Background: an optimization exercise with open tools, aiming at small area, a short achievable clock period and few clock cycles per item. Do not read the settings as production practice.
At most, simulation tests tie the RTL to the original design; equivalence was not proved.
Function not checked in runs 2 and 3: the RTL went through the layout flow alone.

==> flow/design.v, too long to show whole: its modules and the start of the top module <==
// module layer_blend: 1104 lines
// module lb_fa: 4 lines
// module lb_ha: 4 lines
module layer_blend (
    input  wire        clk,
    input  wire        rst,
    input  wire        cfg_we,
    input  wire        cfg_addr,
    input  wire [31:0] cfg_wdata,
    input  wire        in_valid,
    output wire        in_ready,
    input  wire [11:0] fg_y,
    input  wire [11:0] fg_cb,
    input  wire [11:0] fg_cr,
    input  wire [10:0] fg_a,
    input  wire [11:0] key_y,
    input  wire [11:0] bg_y,
    input  wire [11:0] bg_cb,
    input  wire [11:0] bg_cr,
    output reg         out_valid,
    input  wire        out_ready,
    output reg  [11:0] out_y,
    output reg  [11:0] out_cb,
    output reg  [11:0] out_cr
);
  // ...
==> flow/flow/run.sh <==
#!/bin/bash
# The standard layout, with plain buf_2 cells as the port buffers instead of
# the delay buffers that buffer_ports picks by default.
set -euo pipefail
export BUFFER_PORTS_ARGS="-buffer_cell sky130_fd_sc_hd__buf_2"
bash standard.sh > standard_flow.log 2>&1
==> flow/standard.sh <==
#!/bin/bash
# synth_recipe.tcl (not shown) runs the flow's synth.tcl, then flattens the netlist and writes it again
# the make line also repeats each setting of config.mk as NAME=value (left out here)
make -C /OpenROAD-flow-scripts/flow DESIGN_CONFIG=/design/flow/config.mk WORK_HOME=/design/flow/orfs CLKGATE_MAP_FILE= SYNTH_SCRIPT=/design/flow/synth_recipe.tcl "${@:-finish}"
==> flow/config.mk <==
export PLATFORM = sky130hd
export DESIGN_NAME = layer_blend
export DESIGN_NICKNAME = layer_blend
export VERILOG_FILES = /design/flow/design.v
export SDC_FILE = /design/flow/constraint.sdc
export NUM_CORES = 4
export LEC_CHECK = 0
export ABC_AREA = 1
export CAP_MARGIN = 0
export CORE_MARGIN = 2
export CORE_UTILIZATION = 60
export CTS_CLUSTER_DIAMETER = 80
export CTS_CLUSTER_SIZE = 22
export SLEW_MARGIN = 0
export SYNTH_HIERARCHICAL = 1
export SYNTH_MINIMUM_KEEP_SIZE = 0
==> flow/constraint.sdc <==
create_clock -name core_clock -period 95.0 [get_ports {clk}]
set_input_delay 19.0000 -clock core_clock [delete_from_list [all_inputs] [get_ports {clk}]]
set_output_delay 19.0000 -clock core_clock [all_outputs]
set_load 0.01 [all_outputs]
==> flow_metrics.env, run 1 <==
export IMPL_grt_util_met3_pct=5.64
export IMPL_cts_hold_buffers=0
export IMPL_final_cell_area_mm2=0.0388
export IMPL_coreArea_mm2=0.0601
export IMPL_worstSetupStartpointType="input pin"
export IMPL_drive_above_1_share_pct=9.39
export IMPL_n_fill_cell=5055
export IMPL_maxCapViolCount=1
export IMPL_layout_common_cells="nor2_1, nand2_1, fa_1"
export IMPL_nMultiInputCombCells=3107
export IMPL_grt_max_degree=104
export IMPL_clock_buffers=30
export IMPL_hold_depth=0
export IMPL_gp_congestion=0.934
export IMPL_arrival_ns=20.61
export IMPL_cts_sinks=376
export IMPL_num_io_pins=171
export IMPL_synth_xor_area_share_pct=3.86
export IMPL_multi_input_area_share_pct=61.8
export IMPL_hp_start="r1_fcb[0]$_DFFE_PN_"
export IMPL_finalHoldViolations=0
export IMPL_drv_slew=11
export IMPL_vias=28136
export IMPL_die_area_mm2=0.0625
export IMPL_synth_commonest_cells="nor2_1, nand2_1, fa_1"
export IMPL_design_seq_count=376
export IMPL_cp_required_ns=95.43
export IMPL_synth_flop_cell="edfxtp_1"
export IMPL_so_violations="capacitance limit, slew limit"
export IMPL_status="complete, but fails checks"
export IMPL_clockBufferDepth=3
export IMPL_yosysTopAreaCell="edfxtp_1"
Testbench counts, summed over its fixed seeds: cycles 24,768, items 24,576.
==> run 2, diff against run 1 <==
--- a/flow/design.v
+++ b/flow/design.v
@@ -19,36 +19,42 @@
     output reg  [11:0] out_y,
     output reg  [11:0] out_cb,
     output reg  [11:0] out_cr
 );
     reg        premul;
     reg [1:0]  asrc;
     reg [10:0] galpha;
     reg        key_inv;
-    reg [11:0] key_hi;
     reg [11:0] key_lo;
+    reg [11:0] key_r;
+    reg        key_new;
     always @(posedge clk) begin
         if (rst) begin
             premul  <= 1'b0;
             asrc    <= 2'b00;
             galpha  <= 11'h400;
             key_inv <= 1'b0;
-            key_hi  <= 12'heb0;
+            key_r   <= 12'heb0 - 12'h100;
             key_lo  <= 12'h100;
-        end else if (cfg_we) begin
-            if (cfg_addr == 1'b0) begin
+            key_new <= 1'b0;
+        end else begin
+            if (cfg_we && cfg_addr == 1'b0) begin
                 premul <= cfg_wdata[29];
                 asrc   <= cfg_wdata[25:24];
                 galpha <= cfg_wdata[10:0];
-            end else begin
+            end
+            if (cfg_we && cfg_addr == 1'b1) begin
                 key_inv <= cfg_wdata[31];
-                key_hi  <= cfg_wdata[27:16];
+                key_r   <= cfg_wdata[27:16];
                 key_lo  <= cfg_wdata[11:0];
+            end else if (key_new) begin
+                key_r   <= key_r - key_lo;
             end
+            key_new <= cfg_we && cfg_addr == 1'b1;
         end
     end
     reg v0, v1, v2, vh, vs, rdy;
     wire go      = !vs;
     wire r2_free = !v2 || go;
     wire r1_free = !v1 || r2_free;
     wire r0_free = !v0 || r1_free;
     wire push    = v2 && go;
@@ -63,20 +69,20 @@
     reg [11:0] r0_key;     
     always @(posedge clk) begin
         if (r0_free) begin
             r0_fy  <= fg_y;  r0_fcb <= fg_cb; r0_fcr <= fg_cr;
             r0_by  <= bg_y;  r0_bcb <= bg_cb; r0_bcr <= bg_cr;
             r0_key <= (asrc == 2'b01) ? {1'b0, fg_a} : key_y;
         end
     end
-    wire [11:0] r     = key_hi - key_lo;
+    wire [11:0] r     = key_r;
     wire        below = r0_key < key_lo;
-    wire        above = r0_key >= key_hi;
     wire [11:0] pos   = r0_key - key_lo;
+    wire        above = !below && pos >= r;
     reg  [11:0] rem1;
     reg  [4:0]  qa;
     reg  [12:0] t1;
     integer i;
     always @(*) begin
         rem1 = pos;
         for (i = 4; i >= 0; i = i - 1) begin
             t1    = {rem1, 1'b0} - {1'b0, r};
==> flow/config.mk (replaced) <==
export PLATFORM = sky130hd
export DESIGN_NAME = layer_blend
export DESIGN_NICKNAME = layer_blend
export VERILOG_FILES = /design/flow/design.v
export SDC_FILE = /design/flow/constraint.sdc
export NUM_CORES = 4
export LEC_CHECK = 0
export CAP_MARGIN = 20
export CORE_MARGIN = 2
export CORE_UTILIZATION = 65
export CTS_BUF_LIST = sky130_fd_sc_hd__clkbuf_8
export CTS_CLUSTER_SIZE = 30
export SLEW_MARGIN = 20
export SYNTH_HIERARCHICAL = 1
export SYNTH_MINIMUM_KEEP_SIZE = 0
==> flow_metrics.env, run 2 <==
export IMPL_grt_pass1_vias=29996
export IMPL_synth_seq_cells=377
export IMPL_initial_core_util_pct=65.7
export IMPL_yosysWarnings=7
export IMPL_die_w_um=245
export IMPL_die_h_um=245
export IMPL_row_count=88
export IMPL_r2r_start="key_r[7]$_SDFFE_PP1P_"
export IMPL_ctsRootBufferMaster="clkbuf_8"
export IMPL_slew_headroom_pct=23.1
export IMPL_clock_skew_ns=0.0429
export IMPL_synth_area_leaders="edfxtp_1, fa_1, ha_1, nor2_1, dfxtp_1"
export IMPL_layout_common_cells="nor2_1, fa_1, ha_1"
export IMPL_coreArea_mm2=0.0576
export IMPL_overflow=0
export IMPL_setup_viol=0
export IMPL_netlist_area_mm2=0.0378
export IMPL_hold_depth=0
export IMPL_fin_tns_setup_ns=0
export IMPL_n_fill_cell=4221
export IMPL_cts_setup_buffers=0
export IMPL_synth_edff_count=295
export IMPL_grt_use_total_pct=33.3
export IMPL_synth_top_area_share_pct=23.4
export IMPL_final_common_cell="nor2_1"
export IMPL_path_cells="buf_2"
export IMPL_cts_made_buffers=66
export IMPL_period_minus_slack_ns=20.29
export IMPL_regArea_mm2=0.0105
export IMPL_drc=0
export IMPL_reg2reg_depth=58
export IMPL_status="no timing/DRC/antenna violations"
export IMPL_die_area_mm2=0.0602
export IMPL_finalHoldViolations=0
export IMPL_cp_num_buf_inv=1
export IMPL_path_delay_family="flip-flops"
export IMPL_largest_register_ffs=36
export IMPL_maxCapViolCount=0
export IMPL_wl_met1_um=42700
export IMPL_synth_avg_cell_area_um2=10.1
export IMPL_synth_commonest_cells="nor2_1, fa_1, ha_1"
export IMPL_drv_slew=0
export IMPL_dp_hpwl_um=73700
export IMPL_num_io_pins=171
export IMPL_dr_wl_met3_um=8740
export IMPL_cp_depth=1
export IMPL_worstHoldPathType="reg2reg"
export IMPL_yosysTopAreaCell="edfxtp_1"
export IMPL_grt_pass1_wl_um=157000
export IMPL_ant_nets=0
export IMPL_synth_flop_cell="edfxtp_1"
export IMPL_multiInputGateArea_mm2=0.0263
export IMPL_fin_nets=4725
export IMPL_area_growth_pct=7.80
export IMPL_cp_required_ns=76.00
export IMPL_cts_max_level=3
export IMPL_vias_per_cell=6.27
export IMPL_dp_cells=4550
export IMPL_antenna_found_initial=2
export IMPL_synthCells=3739
export IMPL_top_register="s_q"
export IMPL_final_cell_count_no_fill=4670
export IMPL_placedInstanceArea_mm2=0.0395
export IMPL_max_freq_ghz=0.0493
export IMPL_path_clk_slew_ns=0.06
export IMPL_cts_tree="done"
export IMPL_r2r_end="r2_rb$_SDFFCE_PP0N_"
export IMPL_reg2reg_slack_ns=79.62
export IMPL_wl_per_cell_um=21.0
export IMPL_cts_hold_buffers=0
export IMPL_clk_latency_ns=0.66
export IMPL_clockBufferDepth=3
export IMPL_gp_congestion=0.919
export IMPL_cts_repair_resized=0
export IMPL_synthMostInstantiatedCell="nor2_1"
export IMPL_drt_iter0_markers=2517
export IMPL_vias=29297
export IMPL_netlist_cell_type_count=97
export IMPL_ys_seq_area_share_pct=27.7
export IMPL_top_layer="met4"
export IMPL_arrival_ns=1.29
export IMPL_drive_above_1_share_pct=11.0
export IMPL_worstSetupStartpointType="register"
export IMPL_cts_sinks=377
export IMPL_rsz0062_at_grt="no"
export IMPL_crit_type="reg2out"
export IMPL_critPathSlowestCell="edfxtp_1"
export IMPL_grt_max_degree=104
export IMPL_wl_met2_um=43900
export IMPL_wl_um=97900
export IMPL_worst_pin_slew_ns=1.15
export IMPL_hp_start="r0_fy[11]$_DFFE_PN_"
export IMPL_hold_end="r1_fy[11]$_DFFE_PN_"
export IMPL_endpoint_kind="primary output"
export IMPL_port_buffers=164
export IMPL_drt_first_pass_iters=7
export IMPL_final_cell_area_mm2=0.0408
export IMPL_cp_max_fo=1
export IMPL_slowest_delay_ns=0.46
export IMPL_async_flop_share_pct=0
export IMPL_finalCritPeriodShare_pct=21.4
[run 2: cell count changes after synthesis, moves of 79 or more]
cell      change
nand2b_1     +82
nor2_1      -120
o21ai_0      -85
nand2_1     -391
nand3_1      -79
inv_1       -168
and2_1      +118
[run 2: through the flow]
step	hold WS [ns]	setup WS [ns]	utilization [%]
floorplan	0.400	74.64	-
global placement	0.400	74.66	68.6
detailed placement	0.405	74.63	68.6
CTS	0.411	74.67	70.7
global route	0.416	74.70	70.8
finish	0.410	74.71	70.8
[run 2: area by class of cell]
type	count	area share, %
multi-input cells	3051	64.4
flip-flops and latches	377	25.8
repair buffers	224	3.17
well taps	765	2.35
clock buffers	66	2.23
inverters	135	1.25
clock inverters	50	0.844
diodes	2	0.0123
[run 2: layer usage]
| metal | vias up | global-route usage, % |
|---|---|---|
| li1 | 13369 | - |
| met1 | 14420 | 47.8 |
| met2 | 1308 | 51.3 |
| met3 | 200 | 6.79 |
| met4 | 0 | 9.90 |
| met5 | - | 0 |
[run 2: cells by family after synthesis]
kind of cell             count (synthesis)  share of synthesized area (%)
AND/OR/NAND/NOR                       1276                           15.8
buffers and inverters                  317                           3.25
multiplexers                           102                           2.95
AO/OA/AOI/OAI                          747                           13.3
flip-flops                             377                           27.7
adder cells (fa/ha/maj)                738                           32.8
XOR/XNOR                               181                           4.19
other                                    1                        0.00991
[run 2: per-module statistics from Yosys (local to each module, per instance)]
module | cells inside | area [um^2]
layer_blend | 3286 | 29100
lb_fa | 1 | 20.0
lb_ha | 1 | 12.5
[run 2: worst max path at each step]
stage	endpoint	startpoint	slack, ns
after floorplan	out_cb[0]$_DFFE_PN_	out_ready	74.64
after global placement	key_r[5]$_SDFFE_PP1P_	cfg_we	74.66
after detailed placement	key_r[5]$_SDFFE_PP1P_	cfg_we	74.63
after CTS	out_y[11]	out_y[11]$_DFFE_PN_	74.67
after global routing	out_y[11]	out_y[11]$_DFFE_PN_	74.70
final	out_y[11]	out_y[11]$_DFFE_PN_	74.71
==> run 3, diff against run 2 <==
--- a/flow/config.mk
+++ b/flow/config.mk
@@ -7,9 +7,7 @@
 export LEC_CHECK = 0
 export CAP_MARGIN = 20
 export CORE_MARGIN = 2
-export CORE_UTILIZATION = 65
-export CTS_BUF_LIST = sky130_fd_sc_hd__clkbuf_8
-export CTS_CLUSTER_SIZE = 30
+export CORE_UTILIZATION = 40
 export SLEW_MARGIN = 20
 export SYNTH_HIERARCHICAL = 1
 export SYNTH_MINIMUM_KEEP_SIZE = 0
==> flow_metrics.env, run 3 <==
export IMPL_die_w_um=312
export IMPL_synth_seq_cells=377
export IMPL_clk_latency_ns=0.59
export IMPL_cp_num_buf_inv=1
export IMPL_ant_nets=0
export IMPL_netlist_cell_type_count=97
export IMPL_max_freq_ghz=0.0496
export IMPL_grt_util_met3_pct=2.50
export IMPL_final_common_cell="nor2_1"
export IMPL_drt_first_pass_iters=5
export IMPL_diodes=0
export IMPL_clockBufferDepth=3
export IMPL_initial_core_util_pct=40.5
export IMPL_synthCells=3739
export IMPL_netlist_area_mm2=0.0378
export IMPL_endpoint_kind="primary output"
export IMPL_cts_repair_resized=0
export IMPL_async_flop_share_pct=0
export IMPL_wl_per_cell_um=18.7
export IMPL_largest_register_ffs=36
export IMPL_arrival_ns=1.15
export IMPL_fin_tns_setup_ns=0
export IMPL_status="no timing/DRC/antenna violations"
export IMPL_top_register="s_q"
export IMPL_yosysWarnings=7
export IMPL_grt_busiest_layer="met2"
export IMPL_num_io_pins=171
export IMPL_synth_avg_cell_area_um2=10.1
export IMPL_cts_sinks=377
export IMPL_drive_above_1_share_pct=10.9
export IMPL_wl_um=95700
export IMPL_maxCapViolCount=0
export IMPL_worst_pin_slew_ns=0.995
export IMPL_slew_headroom_pct=33.2
export IMPL_pre_cts_slack_ns=74.52
export IMPL_yosysTopAreaCell="edfxtp_1"
export IMPL_period_minus_slack_ns=20.15
export IMPL_synth_edff_count=295
export IMPL_grt_use_total_pct=20.0
export IMPL_crit_type="reg2out"
export IMPL_ctsRootBufferMaster="clkbuf_16"
export IMPL_vias_per_cell=5.42
export IMPL_cts_made_buffers=44
export IMPL_row_count=112
export IMPL_grt_pass1_vias=28287
export IMPL_layout_common_cells="nor2_1, fa_1, ha_1"
export IMPL_coreArea_mm2=0.0935
export IMPL_drv_slew=0
export IMPL_finalHoldViolations=0
export IMPL_overflow=0
export IMPL_cp_max_fo=1
export IMPL_clock_skew_ns=0.0175
export IMPL_synth_area_leaders="edfxtp_1, fa_1, ha_1, nor2_1, dfxtp_1"
export IMPL_setup_ws_ns=74.85
export IMPL_gp_congestion=0.851
export IMPL_critPathSlowestCell="edfxtp_1"
export IMPL_path_cells="buf_2"
export IMPL_rsz0062_at_grt="no"
export IMPL_ys_seq_area_share_pct=27.7
export IMPL_die_h_um=312
export IMPL_worstHoldPathType="reg2reg"
export IMPL_area_growth_pct=10.2
export IMPL_vias=27789
export IMPL_grt_max_degree=68
export IMPL_dp_hpwl_um=72500
export IMPL_die_area_mm2=0.0971
export IMPL_cts_hold_buffers=0
export IMPL_port_buffers=164
export IMPL_cts_setup_buffers=0
export IMPL_cp_required_ns=76.00
export IMPL_worstSetupStartpointType="register"
export IMPL_drt_iter0_markers=1720
export IMPL_drc=0
export IMPL_finalCritPeriodShare_pct=21.2
export IMPL_cts_max_level=2
export IMPL_antenna_found_initial=1
export IMPL_setup_viol=0
export IMPL_synthMostInstantiatedCell="nor2_1"
export IMPL_use_met2_pct=32.3
export IMPL_cts_tree="done"
export IMPL_path_delay_family="flip-flops"
export IMPL_grt_pass1_wl_um=155000
export IMPL_slowest_delay_ns=0.40
export IMPL_met1_usage_pct=28.0
export IMPL_synth_commonest_cells="nor2_1, fa_1, ha_1"
export IMPL_fin_nets=4706
export IMPL_synth_top_area_share_pct=23.4
export IMPL_synth_flop_cell="edfxtp_1"
export IMPL_path_clk_slew_ns=0.07
==> run 3: changes by cell type in the layout (fill, tap and decap cells not counted), moves of 4 or more <==
cell	previous run	this run
clkbuf_8	66	2
clkbuf_16	0	45
inv_1	150	131
buf_4	57	63
clkinv_1	11	5
o21ai_0	137	142
clkbuf_1	0	4
==> run 3: logic make-up after synthesis <==
group | Yosys count | synth area share [%]
buffers and inverters | 317 | 3.25
AOI/OAI and AO/OA | 747 | 13.3
adders and majority gates | 738 | 32.8
muxes | 102 | 2.95
and+or+nand+nor | 1276 | 15.8
xor gates and xnor gates | 181 | 4.19
other | 1 | 0.00991
DFF | 377 | 27.7
==> run 3: worst paths after layout <==
kind	from	end	slack [ns]	cells past startpoint
min reg2reg	r1_fy[3]$_DFFE_PN_	r2_fy[3]$_DFFE_PN_	0.41	0
min	r1_fy[3]$_DFFE_PN_	r2_fy[3]$_DFFE_PN_	0.41	0
max	out_y[8]$_DFFE_PN_	out_y[8]	74.85	1
max reg2reg	key_r[5]$_SDFFE_PP1P_	r2_rb$_SDFFCE_PP0N_	79.77	59
==> run 3: per-module statistics from Yosys (local to each module, per instance) <==
module       cells  cell area, um^2  flops+latches
layer_blend   3286            29100            377
lb_fa            1             20.0              0
lb_ha            1             12.5              0
==> run 3: layout make-up <==
type,instances,area [um^2]
timing repair buffer,227,1290
clock buffer,51,1170
clock inverter,31,347
inverter,135,509
fill,8910,51800
sequential,377,10500
tap,1254,1570
multi-input combinational,3051,26300
==> run 3: metrics by stage <==
stage / utilization, % / std cells / area (um^2) / hold slack, ns
CTS: 44.6 / 5126 / 41700 / 0.411
detailed placement: 43.0 / 5044 / 40200 / 0.405
finish: 44.6 / 5126 / 41700 / 0.410
global route: 44.6 / 5126 / 41700 / 0.412
global placement: 43.0 / 5044 / 40100 / 0.401
floorplan: - / 3745 / 37900 / 0.400
==> run 3: metal layers <==
layer	part of all wire [%]	vias up	wire length, um
li1	-	13323	-
met1	46	13730	44200
met2	46	606	44200
met3	4.7	130	4450
met4	2.9	0	2780
met5	0	-	0

## separate check: timing with driven ports
How much do the figures lean on ideal ports? The routed layouts below were timed once more, with nothing changed but the port constraints.
Step 1 (the two cells are an assumption about what drives the block):
set clk [get_ports {clk}]
set_driving_cell -lib_cell sky130_fd_sc_hd__clkbuf_16 $clk
set_driving_cell -lib_cell sky130_fd_sc_hd__buf_2 [delete_from_list [all_inputs] $clk]
Step 2 also shifts input and output timing later by t, the mid clock arrival at the registers, as if the neighbouring blocks saw the same clock.
Slacks: ideal / step 1 / step 2; pairs: ideal / step 1.
run	t (ns)	slack for setup (ns)	hold WS [ns]
run 1	0.659	74.820 / 74.768 / 74.204	0.419 / 0.419 / 0.419
run 2	0.702	74.713 / 74.653 / 74.479	0.410 / 0.410 / 0.410
run 3	0.646	74.854 / 74.791 / 74.551	0.410 / 0.410 / 0.410
The setup slack of run 1, which loses most, moves by -0.052 ns with the drivers and by -0.616 ns with both steps.
